This is an optimization exercise on Yosys and OpenROAD, whose aim is small area, a short achievable clock period and few clock cycles, not a production implementation.
RTL that was checked went through simulation tests only; none was proved equivalent to the original.

==> flow/design.v (excerpt) <==
module dgs_sha256 (
    input  wire         clk,
    input  wire         rst,         
    input  wire         start,
    input  wire         load_state,
    input  wire         partial,
    input  wire [255:0] state_in,    
    input  wire [63:0]  count_in,    
    output wire         idle,
    input  wire         in_valid,
    output wire         in_ready,
    input  wire [31:0]  in_data,     
    input  wire         in_last,
    input  wire [2:0]   in_nbytes,   
    output reg          done,
    output wire         err,
    output wire [255:0] digest,
    output wire [63:0]  count_out
);
clock: 10.0 ns
lec_check: 0
cap_margin: 20
core_margin: 2
core_utilization: 50
slew_margin: 20
standard.sh (not shown) runs the stock make flow with config.mk's settings and CLKGATE_MAP_FILE= SYNTH_SCRIPT=/design/flow/synth_recipe.tcl, a recipe that flattens the netlist after the stock synthesis.
==> flow/flow/run.sh <==
#!/bin/bash
# The standard layout, with the port buffers made of the smallest buffer cell,
# a clock tree of smaller buffers without dummy loads, and timing repair
# aiming 5.4 ns below the clock period.
set -euo pipefail
export BUFFER_PORTS_ARGS="-buffer_cell sky130_fd_sc_hd__buf_1"
export CTS_ARGS="-sink_clustering_enable -repair_clock_nets -dont_use_dummy_load -buf_list sky130_fd_sc_hd__clkbuf_4"
export SETUP_SLACK_MARGIN=5.4
bash standard.sh > standard.log 2>&1
Rerun with:
--- a/flow/design.v
+++ b/flow/design.v
@@ -57,15 +57,14 @@
     reg [63:0]  tot;             
     reg         part_r;          
     reg         err_r;           
     reg         ended;           
     reg         placed80;        
     reg         lenblk;          
     reg         fin;             
-    reg         perr_r;          
     assign idle     = !busy;
     assign in_ready = busy && !ended && !fin && (na[5:4] == 2'd0);
     assign err       = err_r;
     assign digest    = {a, b, c, d, e, f, g, h};
     assign count_out = tot;
     wire [2:0] nbytes = in_last ? in_nbytes : 3'd4;
     reg [31:0] byte_mask, pad_byte;
@@ -174,15 +173,15 @@
                 if (ii[ll])
                     pre[ii] = pre[ii] & pre[((ii >> ll) << ll) - 1];
         inc_m = {pre[59:0] & {60{lo_n[3]}}, lo_n[3]};
     end
     wire [63:0] tot_n = {tot[63:3] ^ inc_m, lo_n[2:0]};
     wire err0  = load_state && (count_in[5:0] != 6'd0);
     wire perr  = p_end && !p_full && !p_empty && !err_r;    
-    wire ld    = !busy || perr_r;
+    wire ld    = busy ? perr : start;
     wire         use_in = !busy && !err0 && load_state;
     wire         use_iv = !busy && !err0 && !load_state;
     wire [255:0] init_v = ({256{use_in}} & state_in) | ({256{use_iv}} & IV);
     wire [63:0]  init_t = {64{use_in}} & count_in;
     always @(posedge clk) begin
         if (ld) begin
             {a, b, c, d, e, f, g, h} <= init_v;
@@ -222,26 +221,24 @@
             busy <= 1'b0;
             done <= 1'b0;
             pb   <= 1'b0;
             pc   <= 1'b0;
             fold <= 1'b0;
             r61  <= 1'b0;
             r62  <= 1'b0;
-            perr_r <= 1'b0;
         end else begin
             done <= 1'b0;
             if (!busy) begin
                 if (start) begin
                     err_r    <= err0;
                     part_r   <= partial;
                     ended    <= 1'b0;
                     placed80 <= 1'b0;
                     lenblk   <= 1'b0;
                     fin      <= 1'b0;
-                    perr_r   <= 1'b0;
                     na       <= 6'd0;
                     pb       <= 1'b0;
                     pc       <= 1'b0;
                     fold     <= 1'b0;
                     r61      <= 1'b0;
                     r62      <= 1'b0;
                     busy     <= 1'b1;
@@ -272,27 +269,23 @@
                     end
                 end
                 pb   <= a_go;
                 pc   <= pb;
                 fold <= pb && (nb_i == 6'd63);
                 r61  <= pb && (nb_i == 6'd61);
                 r62  <= pb && (nb_i == 6'd62);
-                if (perr_r) begin
-                    done <= 1'b1;
-                    busy <= 1'b0;
-                end else if (take && in_last && (err_r || perr)) begin
-                    err_r  <= 1'b1;
-                    done   <= err_r;
-                    busy   <= !err_r;
-                    perr_r <= !err_r;
-                    pb     <= 1'b0;
-                    pc     <= 1'b0;
-                    fold   <= 1'b0;
-                    r61    <= 1'b0;
-                    r62    <= 1'b0;
+                if (take && in_last && (err_r || perr)) begin
+                    err_r <= 1'b1;
+                    done  <= 1'b1;
+                    busy  <= 1'b0;
+                    pb    <= 1'b0;
+                    pc    <= 1'b0;
+                    fold  <= 1'b0;
+                    r61   <= 1'b0;
+                    r62   <= 1'b0;
                 end else if (p_end && p_empty && !(pb || pc)) begin
                     done <= 1'b1;
                     busy <= 1'b0;
                 end else if (p_end && p_empty) begin
                     fin <= 1'b1;
                 end else if (fin && fold) begin
                     done <= 1'b1;
=>
- final cell count rose by 1.9%
- worst setup slack improved by 440 ps
- wire length rose by about 2%
- sequential share of layout area fell by 0.66 points
- cell area rose by 1.5%
- hold slack got worse by 12 ps
- via count rose by 2.3%
- core utilization stays flat
- non-clock buffer count rose by 42
- clock-buffer cell count rose by 4
- die area rose by about 1.2%
- critical path depth fell by 9
Testbench counts after the change, summed over its fixed seeds: cycles 31,040.
Only the layout flow was run in the first run of this note; the RTL was not checked for function there.


Another version of the RTL of dgs_sha256 (not shown whole).
For scale: about 1200 flip-flops, about 690 I/O pins, about 71000 um^2 of cells after synthesis.
Design dgs_sha256, start of the top module:
module dgs_sha256 (
    input  wire         clk,
    input  wire         rst,         
    input  wire         start,
    input  wire         load_state,
    input  wire         partial,
    input  wire [255:0] state_in,    
    input  wire [63:0]  count_in,    
    output wire         idle,
    input  wire         in_valid,
    output wire         in_ready,
    input  wire [31:0]  in_data,     
    input  wire         in_last,
    input  wire [2:0]   in_nbytes,   
    output reg          done,
    output wire         err,
    output wire [255:0] digest,
    output wire [63:0]  count_out
);
clock: 10.0 ns
lec_check: 0
cap_margin: 20
core_margin: 2
core_utilization: 50
setup_slack_margin: 5
slew_margin: 20
==> flow/flow/run.sh <==
#!/bin/bash
# The standard layout, with the port buffers made of the smallest buffer cell
# and a clock tree of smaller buffers without dummy loads.
set -euo pipefail
export BUFFER_PORTS_ARGS="-buffer_cell sky130_fd_sc_hd__buf_1"
export CTS_ARGS="-sink_clustering_enable -repair_clock_nets -dont_use_dummy_load -buf_list sky130_fd_sc_hd__clkbuf_4"
bash standard.sh > standard.log 2>&1
==> next run, changes <==
--- a/flow/design.v
+++ b/flow/design.v
@@ -130,50 +130,42 @@
             6'd54: k_n = 32'h5b9cca4f;  6'd55: k_n = 32'h682e6ff3;
             6'd56: k_n = 32'h748f82ee;  6'd57: k_n = 32'h78a5636f;
             6'd58: k_n = 32'h84c87814;  6'd59: k_n = 32'h8cc70208;
             6'd60: k_n = 32'h90befffa;  6'd61: k_n = 32'ha4506ceb;
             6'd62: k_n = 32'hbef9a3f7;  default: k_n = 32'hc67178f2;
         endcase
     end
-    function [31:0] csa_s(input [31:0] x, input [31:0] y, input [31:0] z);
-        csa_s = x ^ y ^ z;
-    endfunction
-    function [31:0] csa_c(input [31:0] x, input [31:0] y, input [31:0] z);
-        csa_c = {((x & y) | (x & z) | (y & z)), 1'b0};
-    endfunction
+    wire [31:0] m0 = fold ? hv[255:224] : 32'd0;
+    wire [31:0] m4 = fold ? hv[127:96]  : 32'd0;
     wire [31:0] fa_h = r61 ? hv[159:128] : r62 ? hv[191:160] : hv[223:192];    
     wire [31:0] fe_h = r61 ? hv[31:0]    : r62 ? hv[63:32]   : hv[95:64];      
     wire [31:0] fa_s = bk_add(a, fa_h);
     wire [31:0] fe_s = bk_add(e, fe_h);
-    wire [31:0] dj_s = csa_s(c, hv[127:96], ~hv[255:224]);
-    wire [31:0] dj_c = csa_c(c, hv[127:96], ~hv[255:224]) | 32'd1;
-    wire [31:0] d_adj = bk_add(dj_s, dj_c);
     wire [31:0] h_src = fold ? hv[31:0] : pc ? g : h;
-    wire [31:0] m0    = (nb_i == 6'd63) ? hv[255:224] : 32'd0;
-    wire [31:0] b1s   = csa_s(h_src, wv[31:0], m0);
-    wire [31:0] b1c   = csa_c(h_src, wv[31:0], m0);
-    wire [31:0] b2s   = csa_s(b1s, b1c, k_n);
-    wire [31:0] b2c   = csa_c(b1s, b1c, k_n);
-    wire [31:0] hkw_n = b2s + b2c;
+    wire [31:0] hkw_n = h_src + k_n + wv[31:0];
     wire [31:0] big_s1 = rotr(e, 6) ^ rotr(e, 11) ^ rotr(e, 25);
     wire [31:0] big_s0 = rotr(a, 2) ^ rotr(a, 13) ^ rotr(a, 22);
     wire [31:0] ch     = (e & f) ^ (~e & g);
     wire [31:0] maj    = (a & b) ^ (a & c) ^ (b & c);
-    wire [31:0] a1s = csa_s(hkw, ch, maj);
-    wire [31:0] a1c = csa_c(hkw, ch, maj);
-    wire [31:0] a2s = csa_s(a1s, a1c, big_s1);
-    wire [31:0] a2c = csa_c(a1s, a1c, big_s1);
-    wire [31:0] a3s = csa_s(a2s, a2c, big_s0);
-    wire [31:0] a3c = csa_c(a2s, a2c, big_s0);
-    wire [31:0] a_n = a3s + a3c;
-    wire [31:0] e1s = csa_s(hkw, d, ch);
-    wire [31:0] e1c = csa_c(hkw, d, ch);
-    wire [31:0] e2s = csa_s(e1s, e1c, big_s1);
-    wire [31:0] e2c = csa_c(e1s, e1c, big_s1);
-    wire [31:0] e_n = e2s + e2c;
+    wire [31:0] a1s = hkw ^ big_s1 ^ ch;
+    wire [31:0] a1c = {((hkw & big_s1) | (hkw & ch) | (big_s1 & ch)), 1'b0} ;
+    wire [31:0] a2s = big_s0 ^ maj ^ m0;
+    wire [31:0] a2c = {((big_s0 & maj) | (big_s0 & m0) | (maj & m0)), 1'b0};
+    wire [31:0] a3s = a1s ^ a1c ^ a2s;
+    wire [31:0] a3c = {((a1s & a1c) | (a1s & a2s) | (a1c & a2s)), 1'b0};
+    wire [31:0] a4s = a3s ^ a3c ^ a2c;
+    wire [31:0] a4c = {((a3s & a3c) | (a3s & a2c) | (a3c & a2c)), 1'b0};
+    wire [31:0] a_n = a4s + a4c;
+    wire [31:0] e1s = hkw ^ d ^ m4;
+    wire [31:0] e1c = {((hkw & d) | (hkw & m4) | (d & m4)), 1'b0};
+    wire [31:0] e2s = e1s ^ e1c ^ big_s1;
+    wire [31:0] e2c = {((e1s & e1c) | (e1s & big_s1) | (e1c & big_s1)), 1'b0};
+    wire [31:0] e3s = e2s ^ e2c ^ ch;
+    wire [31:0] e3c = {((e2s & e2c) | (e2s & ch) | (e2c & ch)), 1'b0};
+    wire [31:0] e_n = e3s + e3c;
     wire [3:0]  lo_n = {1'b0, tot[2:0]} + {1'b0, nbytes};
     reg  [60:0] pre;             
     reg  [60:0] inc_m;
     integer     ii, ll;
     always @(*) begin
         pre = tot[63:3];
         for (ll = 0; ll < 6; ll = ll + 1)
@@ -195,15 +187,15 @@
             {a, b, c, d, e, f, g, h} <= init_v;
             tot <= init_t;
         end else begin
             if (pc) begin
                 a <= a_n;
                 b <= fold ? fa_s : a;
                 c <= fold ? hv[191:160] : b;
-                d <= fold ? hv[159:128] : r62 ? d_adj : c;
+                d <= fold ? hv[159:128] : c;
                 e <= e_n;
                 f <= fold ? fe_s : e;
                 g <= fold ? hv[63:32] : f;
                 h <= fold ? hv[31:0] : g;
             end
             if (take && !err_r)
                 tot <= tot_n;
Clock skew went up by 0.012 ns.
Worst hold slack is worse by 0.013 ns.
Fmax went up by 1.9%.
Global-route usage went down by 1.3 points.
Testbench counts after the change, summed over its fixed seeds: cycles 31,040.
Only the layout flow was run in the first run of this note; the RTL was not checked for function there.

port drivers added, routing unchanged:
In the flow no input, the clock included, has a driving cell. The finished layouts below were timed again as built, in two steps.
Step 1 (the two cells are an assumption about what drives the block):
set clk [get_ports {clk}]
set_driving_cell -lib_cell sky130_fd_sc_hd__clkbuf_16 $clk
set_driving_cell -lib_cell sky130_fd_sc_hd__buf_2 [delete_from_list [all_inputs] $clk]
Step 2 times the ports against the registers' clock, not the clock port: input delays grow and output delays shrink by t, the midpoint of the rising clock arrivals with the driver on.
Three values: no drivers, after step 1, after step 2; two values: the first two.
run | shift t [ns] | slack for setup (ns) | latest minus earliest clock arrival (ns) | worst register clock-pin slew, ns | worst data-port slew with drivers (ns)
the first run of note 1 | 1.365 | 4.652 / 4.652 / 4.299 | 0.190 / 0.189 | 0.07 / 0.07 | 0.15
the second run of note 1 | 1.331 | 5.095 / 5.095 / 4.351 | 0.175 / 0.175 | 0.08 / 0.08 | 0.13
the first run of note 2 | 1.315 | 4.922 / 4.922 / 4.356 | 0.140 / 0.139 | 0.08 / 0.08 | 0.15
the second run of note 2 | 1.319 | 5.015 / 5.015 / 4.239 | 0.169 / 0.169 | 0.07 / 0.07 | 0.16
After both steps every run listed still meets setup and hold. For the second run of note 2, which loses most, drivers alone change the setup slack by 0.000 ns; drivers and shift together by -0.776 ns.
